Context: an optimization exercise on an open-source flow, tuned for small area, a short achievable clock period and few clock cycles. The choices shown serve that exercise and are no tape-out recipe.
Function was checked by simulation only, so behaviour that the tests miss may differ from the original.
Power and IR drop assume default switching activity.

==> v12: inputs <==
==> flow/design.v <==
module cdc_enc (
    input  wire        clk,
    input  wire        rst,
    input  wire        in_valid,
    output wire        in_ready,
    input  wire [63:0] in_data,
    input  wire        in_last,
    output wire        out_valid,
    input  wire        out_ready,
    output wire [63:0] out_data,
    output wire        out_last
);
    function [6:0] bitlen;
        input [63:0] v;
        integer k;
        begin
            bitlen = 7'd0;
            for (k = 0; k < 64; k = k + 1)
                if (v[k]) bitlen = k[6:0] + 7'd1;
        end
    endfunction
    function [63:0] zz;
        input [63:0] d;
        begin
            zz = {d[62:0], 1'b0} ^ {64{d[63]}};
        end
    endfunction
    function [63:0] sk_sub;
        input [63:0] a, b;
        reg   [63:0] p0, G, P;
        integer i, k;
        begin
            p0 = a ^ ~b;
            G = a & ~b;
            P = p0;
            G[0] = G[0] | p0[0];                 
            for (k = 1; k < 64; k = k * 2)
                for (i = 0; i < 64; i = i + 1)
                    if ((i / k) % 2 == 1) begin
                        G[i] = G[i] | (P[i] & G[(i / k) * k - 1]);
                        P[i] = P[i] & P[(i / k) * k - 1];
                    end
            sk_sub = p0 ^ {G[62:0], 1'b1};
        end
    endfunction
    function sum_eq;
        input [63:0] x, y, z;
        reg   [63:0] p, need, cout;
        begin
            p    = x ^ y;
            need = p ^ z;                        
            cout = (p & ~z) | (~p & x);          
            sum_eq = !need[0] && (cout[62:0] == need[63:1]);
        end
    endfunction
    reg          f_clr, f_p1, f_calc, f_p2;    
    reg  [3:0]   cs;           
    reg          ir;           
    reg          a_v, a_last;
    reg          a_p1;         
    reg          pin;          
    reg  [63:0]  A, B, R;
    reg  [9:0]   ac;           
    reg          ge1, ge2;     
    reg  [9:0]   cnt;          
    reg  [63:0]  mn;
    reg  [63:0]  O;            
    reg          o_v, o_last;
    reg  [135:0] acc;          
    reg  [7:0]   n;            
    reg  [7:0]   fw;           
    reg  [72:0]  F;            
    reg          E;            
    reg  [9:0]   runs_n, runs_d, runs_x;
    reg  [6:0]   w;
    reg  [6:0]   c;            
    reg  [9:0]   ma;           
    reg  [13:0]  p_lo;         
    reg  [12:0]  p_hi;         
    reg  [9:0]   best_q;       
    reg  [6:0]   best_w;
    reg          tn, td, tx;   
    reg          best_rle;
    reg          raw;
    reg          sel_mn;       
    reg          r_sub;        
    reg  [8:0]   L;            
    reg          fp, dr;       
    assign in_ready  = ir;
    assign out_valid = o_v;
    assign out_data  = O;
    assign out_last  = o_last;
    wire in_fire  = in_valid && ir;
    wire out_fire = o_v && out_ready;
    wire o_free   = !o_v || out_ready;
    wire ok_p1 = f_p1 && (ge1 || !o_v);
    wire lt64  = !n[7] && !n[6];
    wire fcons = E && lt64;                  
    wire ffree = !E || lt64;
    wire ok_p2 = f_p2 && !fp && !dr && (ge1 ? ffree : !o_v);
    wire step  = a_v && (ok_p1 || ok_p2);
    wire st_p1 = a_v && ok_p1;
    wire st_p2 = a_v && ok_p2;
    wire fl    = f_p2 && fp && ffree;
    wire st1   = st_p1 && ge1;
    wire [63:0] sub_s = sel_mn ? mn : B;
    wire [63:0] sub   = sk_sub(A, sub_s);
    wire        a_gt  = (A > O);
    wire eq_ab = (A == B);
    wire eq_ar = (A == R);
    wire chk   = f_p2 ? sum_eq(B, R, A) : sum_eq(A, R, {B[62:0], 1'b0});
    wire [63:0] v    = ({64{tn}} & R) | ({64{td}} & zz(R)) | ({64{tx}} & (B ^ R));
    wire        endf = (tn && !eq_ab) || (td && !chk) || (tx && !eq_ar);
    wire        vld  = tn || ge2;
    wire        emit_s = st_p2 && ge1 && vld && (!best_rle || endf);
    wire        emit_f = fl && (tn || (cnt > 10'd1));
    wire        enew   = emit_s || emit_f;
    wire [72:0] f    = best_rle ? {v, L} : {9'd0, v};
    wire [135:0] shf = {63'd0, F} << n[5:0];
    wire [63:0] u_d  = {sub[62:0] ^ sub[63:1], sub[63]};
    wire [127:0] st_or = {A ^ B, u_d};
    wire [7:0]   ne     = n + fw;
    wire         xfer_e = f_p2 && o_free && (ne[7] || ne[6] || (dr && ne != 8'd0));
    wire         xfer_0 = f_p2 && o_free && (n[7] || n[6] || (dr && n != 8'd0));
    wire [7:0]   nn_e   = xfer_e ? ((ne[7] || ne[6]) ? ne - 8'd64 : 8'd0) : ne;
    wire [7:0]   nn_0   = xfer_0 ? ((n[7] || n[6]) ? n - 8'd64 : 8'd0) : n;
    wire         xfer   = fcons ? xfer_e : xfer_0;
    wire [135:0] acc_a  = acc | shf;
    wire [135:0] acc_e  = xfer_e ? {64'd0, acc_a[135:64]} : acc_a;
    wire         shift0 = xfer_0 || f_clr || (f_calc && (cs == 4'd4 || cs == 4'd7));
    wire [135:0] acc_0  = shift0 ? {64'd0, acc[135:64]} :
                          (acc | {8'd0, st1 ? st_or : 128'd0});
    wire [63:0]  o_word = fcons ? acc_a[63:0] : acc[63:0];
    wire [63:0] pe_in = (cs == 4'd1) ? R : acc[63:0];
    wire [6:0]  pe    = bitlen(pe_in);
    reg  [9:0]  ma_n;
    always @* begin
        case (cs)
        4'd1:        ma_n = cnt;
        4'd2:        ma_n = runs_n;
        4'd5:        ma_n = runs_d;
        4'd8:        ma_n = runs_x;
        default:     ma_n = cnt - 10'd1;
        endcase
    end
    wire [16:0] pr      = {3'd0, p_lo} + {p_hi, 4'd0};
    wire [9:0]  q       = (pr + 17'd63) >> 6;
    wire        cmp_now = (cs == 4'd4) || (cs == 4'd6) || (cs == 4'd7) ||
                          (cs == 4'd9) || (cs == 4'd10);
    wire        better  = (q < best_q);
    wire        take    = (cs == 4'd3) || (cmp_now && better);
    wire        c_d     = (cs >= 4'd5) && (cs <= 4'd7);
    wire        c_x     = (cs >= 4'd8);
    wire        cand_rle = (cs == 4'd4) || (cs == 4'd7) || (cs == 4'd10);
    wire [10:0] raw_l  = {1'b0, best_q} + 11'd2;
    wire        is_raw = raw_l >= {1'b0, cnt};
    wire [7:0]  flags = raw ? 8'h01 : {4'd0, best_rle, tx, td, 1'b0};
    wire [63:0] hdr0  = {3'd0, best_q, 3'd0, 8'h00, 1'b0, (raw ? 7'd0 : best_w),
                         6'd0, cnt, flags, 8'hB5};
    reg       p1_n, calc_n, p2_n, clr_n;
    reg       a_v_n, o_v_n, ge1_n, fp_n, dr_n;
    wire [7:0] n_n  = fcons ? nn_e : nn_0;
    wire       lt_n = fcons ? !(nn_e[7] || nn_e[6]) : !(nn_0[7] || nn_0[6]);
    wire       E_n  = (E && !fcons) || enew;
    always @* begin
        clr_n  = f_clr;
        p1_n   = f_p1;
        calc_n = f_calc;
        p2_n   = f_p2;
        a_v_n  = a_v;
        o_v_n  = o_v;
        ge1_n  = ge1;
        fp_n   = fp;
        dr_n   = dr;
        if (step) a_v_n = 1'b0;
        if (in_fire) a_v_n = 1'b1;
        if (out_fire) o_v_n = 1'b0;
        if (xfer) o_v_n = 1'b1;
        if (f_clr && cs == 4'd2) begin
            clr_n = 1'b0;
            p1_n  = 1'b1;
        end
        if (st_p1) begin
            ge1_n = !a_last;
            if (!ge1) o_v_n = 1'b0;
            if (a_last) begin
                p1_n   = 1'b0;
                calc_n = 1'b1;
            end
        end
        if (f_calc && cs == 4'd12) begin
            calc_n = 1'b0;
            p2_n   = 1'b1;
            o_v_n  = 1'b1;
        end
        if (st_p2) begin
            ge1_n = 1'b1;
            if (!ge1) o_v_n = 1'b1;
            if (a_last) fp_n = 1'b1;
        end
        if (fl) begin
            fp_n  = 1'b0;
            dr_n  = 1'b1;
            ge1_n = 1'b0;
        end
        if (dr && best_q == 10'd0 && !E) begin
            dr_n = 1'b0;
            p2_n = 1'b0;
            p1_n = 1'b1;
        end
    end
    wire ok_n = (p1_n && (ge1_n || !o_v_n)) ||
                (p2_n && !fp_n && !dr_n && (ge1_n ? (!E_n || lt_n) : !o_v_n));
    wire last_in = in_last || (ac == 10'd511);
    wire hold_n  = in_fire ? (last_in && !pin) : (a_v && a_last && a_p1 && !step);
    wire ir_n    = (!a_v_n || ok_n) && !hold_n;
    always @(posedge clk) begin
        if (rst) begin
            f_clr  <= 1'b1;
            f_p1   <= 1'b0;
            f_calc <= 1'b0;
            f_p2   <= 1'b0;
            cs     <= 4'd0;
            ir     <= 1'b0;
            a_v    <= 1'b0;
            ac     <= 10'd0;
            pin    <= 1'b0;
            ge1    <= 1'b0;
            ge2    <= 1'b0;
            o_v    <= 1'b0;
            n      <= 8'd0;
            E      <= 1'b0;
            fp     <= 1'b0;
            dr     <= 1'b0;
            sel_mn <= 1'b0;
            r_sub  <= 1'b0;
        end else begin
            f_clr  <= clr_n;
            f_p1   <= p1_n;
            f_calc <= calc_n;
            f_p2   <= p2_n;
            ir     <= ir_n;
            a_v    <= a_v_n;
            o_v    <= o_v_n;
            n      <= n_n;
            E      <= E_n;
            fp     <= fp_n;
            dr     <= dr_n;
            ge1    <= ge1_n;
            sel_mn <= calc_n || (p2_n && tn);
            r_sub  <= p2_n && !tx;
            if (in_fire) begin
                ac <= last_in ? 10'd0 : ac + 10'd1;
                if (last_in) pin <= !pin;
            end
            if (step) ge2 <= ge1 && !(f_p1 && a_last);
            if (fl)   ge2 <= 1'b0;
            if ((f_clr && clr_n) || (f_calc && calc_n))
                cs <= cs + 4'd1;
            else
                cs <= 4'd0;
        end
    end
    always @(posedge clk) begin
        if (in_fire) begin
            A      <= in_data;
            a_last <= last_in;
            a_p1   <= !pin;
        end else if (st_p1 && a_last && ge1 && !a_gt) begin
            A      <= O;
        end
        if (step) begin
            B <= A;
            R <= r_sub ? sub : B;
        end
        if (f_calc && cs == 4'd0) R <= sub;
        acc <= fcons ? acc_e : acc_0;
        if (st_p2 || fl) F <= f;      
        if (xfer) begin
            O      <= o_word;
            o_last <= (best_q == 10'd1);
            best_q <= best_q - 10'd1;
        end else if (st_p2 && !ge1) begin
            O      <= tn ? mn : A;
            o_last <= (best_q == 10'd0);
        end else if (f_calc && cs == 4'd12) begin
            O      <= hdr0;
            o_last <= 1'b0;
        end else if (st_p1 && (!ge1 || a_gt)) begin
            O      <= A;
        end
        if (st_p1) begin
            if (!ge1) begin
                mn     <= A;
                cnt    <= 10'd1;
                runs_n <= 10'd1;
                runs_d <= 10'd0;
                runs_x <= 10'd0;
            end else begin
                if (A < mn) mn <= A;
                cnt <= cnt + 10'd1;
                if (!eq_ab) runs_n <= runs_n + 10'd1;
                if (!ge2) begin
                    runs_d <= 10'd1;
                    runs_x <= 10'd1;
                end else begin
                    if (!chk)   runs_d <= runs_d + 10'd1;
                    if (!eq_ar) runs_x <= runs_x + 10'd1;
                end
            end
        end
        if (f_calc) begin
            if (cs == 4'd1 || cs == 4'd4 || cs == 4'd7) begin
                w <= pe;
                c <= pe;
            end else begin
                c <= w + 7'd9;
            end
            ma <= ma_n;
            p_lo <= ma * c[3:0];
            p_hi <= ma * c[6:4];
            if (take) begin
                best_q   <= q;
                tn       <= !c_d && !c_x;
                td       <= c_d;
                tx       <= c_x;
                best_rle <= cand_rle;
                best_w   <= w;
            end
            if (cs == 4'd11) begin
                raw <= is_raw;
                if (is_raw) begin
                    best_q   <= cnt;
                    tn       <= 1'b1;
                    td       <= 1'b0;
                    tx       <= 1'b0;
                    best_rle <= 1'b0;
                    best_w   <= 7'd64;
                    mn       <= 64'd0;
                end
            end
            if (cs == 4'd12)
                fw <= best_rle ? ({1'b0, best_w} + 8'd9) : {1'b0, best_w};
        end
        if (st_p2 && !ge1) L <= 9'd0;
        else if (st_p2 && vld && best_rle) L <= endf ? 9'd0 : L + 9'd1;
    end
endmodule
==> flow/flow/run.sh <==
#!/bin/bash
exec > run_flow.log 2>&1
set -x
export SETUP_SLACK_MARGIN=8.8
export TNS_END_PERCENT=100
export BUFFER_PORTS_ARGS="-buffer_cell sky130_fd_sc_hd__buf_2"
bash standard.sh
==> flow/standard.sh <==
#!/bin/bash
# synth_recipe.tcl (not shown) runs the flow's synth.tcl, then flattens the netlist and writes it again
# the make line also repeats each setting of config.mk as NAME=value (left out here)
make -C /OpenROAD-flow-scripts/flow DESIGN_CONFIG=/design/flow/config.mk WORK_HOME=/design/flow/orfs CLKGATE_MAP_FILE= SYNTH_SCRIPT=/design/flow/synth_recipe.tcl "${@:-finish}"
==> flow/config.mk <==
export PLATFORM = sky130hd
export DESIGN_NAME = cdc_enc
export DESIGN_NICKNAME = cdc_enc
export VERILOG_FILES = /design/flow/design.v
export SDC_FILE = /design/flow/constraint.sdc
export NUM_CORES = 4
export LEC_CHECK = 0
export CAP_MARGIN = 20
export CORE_MARGIN = 2
export CORE_UTILIZATION = 40
export SLEW_MARGIN = 20
==> flow/constraint.sdc <==
create_clock -name core_clock -period 13.0 [get_ports {clk}]
set_input_delay 2.6000 -clock core_clock [delete_from_list [all_inputs] [get_ports {clk}]]
set_output_delay 2.6000 -clock core_clock [all_outputs]
set_load 0.01 [all_outputs]
==> inputs of v13, as changes to v12 <==
--- a/flow/design.v
+++ b/flow/design.v
@@ -149,3 +149,4 @@
                           (cs == 4'd9) || (cs == 4'd10);
-    wire        better  = (q < best_q);
+    wire [9:0]  bq_m1   = best_q - 10'd1;
+    wire        better  = (best_q != 10'd0) && (pr <= {1'b0, bq_m1, 6'd0});    
     wire        take    = (cs == 4'd3) || (cmp_now && better);
--- a/flow/flow/run.sh
+++ b/flow/flow/run.sh
@@ -3,3 +3,3 @@
 set -x
-export SETUP_SLACK_MARGIN=8.8
+export SETUP_SLACK_MARGIN=8.5
 export TNS_END_PERCENT=100
==> notes <==
v12 finished with timing, DRC and antenna clean. v13 finished but fails on max-capacitance violations, max-slew violations. Sequential power: v12 is larger than v13 (about 2%). Final cell count is about the same in v12 and v13. Against v13, the clock-buffer cell count of v12 is higher by 3. Of v12 and v13, v13 has the higher die area (gap about 1.1%, measured against v13). Sequential share of layout area: v13 is higher than v12 (0.69 points). Against v12, the fmax of v13 is smaller by about 5.4%. Against v12, the combinational power of v13 is lower by about 13%. In v12 the flip-flop and latch count is lower than in v13, by 1.
==> figures <==
quantity	v13	v12
Result of the run	failed layout checks	finished clean
Reasons for failing layout checks	max-capacitance violations, max-slew violations	-
Routed length on met3	31080 um	38590 um
TritonCTS Sinks	699	698
Final worst clock skew	0.04325 ns	0.05265 ns
Power in combinational cells	3180 uW	3660 uW
Met1 wire length	111100 um	122300 um
Total routed wirelength	276900 um	291400 um
GR met1 Demand/Resource	0.4890	0.5536
Static power due to leakage	0.02420 uW	0.02517 uW
Global-route wire length before repair	380400 um	396500 um
Register share of the cell area	0.2898	0.2829
Worst hold slack	0.4945 ns	0.4820 ns
Startpoint of the worst hold path	pin$_SDFFE_PP0P_	ac[1]$_SDFFE_PP0P_
End of the worst hold path	a_p1$_DFFE_PP_	ac[1]$_SDFFE_PP0P_
Share of Yosys cell area claimed by the top area cell type	0.2375	0.2397
Minimum clock period	4.592 ns	4.346 ns
Initial antenna violation count	20	14
Fin crit share	0.3532	0.3343
Testbench counts of v12, summed over its fixed seeds: cycles 95,120.
Testbench counts of v13, summed over its fixed seeds: cycles 95,120.

==> static timing again, ports no longer ideal <==
In the flow no input, the clock included, has a driving cell. The finished layouts below were timed again as built, in two steps. Step 1, drivers: a clkbuf_16 drives clk and a buf_2 each remaining input, both assumed. Step 2 adds t to the input delays and takes it off the output delays; t is the mean of the earliest and latest rising clock arrival at the registers after step 1. Input paths then give back, and output paths get back, about the clock's delay inside the block. a / b / c = ideal ports / drivers / drivers and shift; a / b = the first two.
run	t, ns	slack for setup (ns)	latest minus earliest clock arrival (ns)
v12	0.800	8.654 / 8.654 / 8.071	0.057 / 0.057
v13	0.802	8.408 / 8.445 / 7.667	0.045 / 0.044
For v13, which loses most, drivers alone change the setup slack by +0.037 ns; drivers and shift together by -0.741 ns.
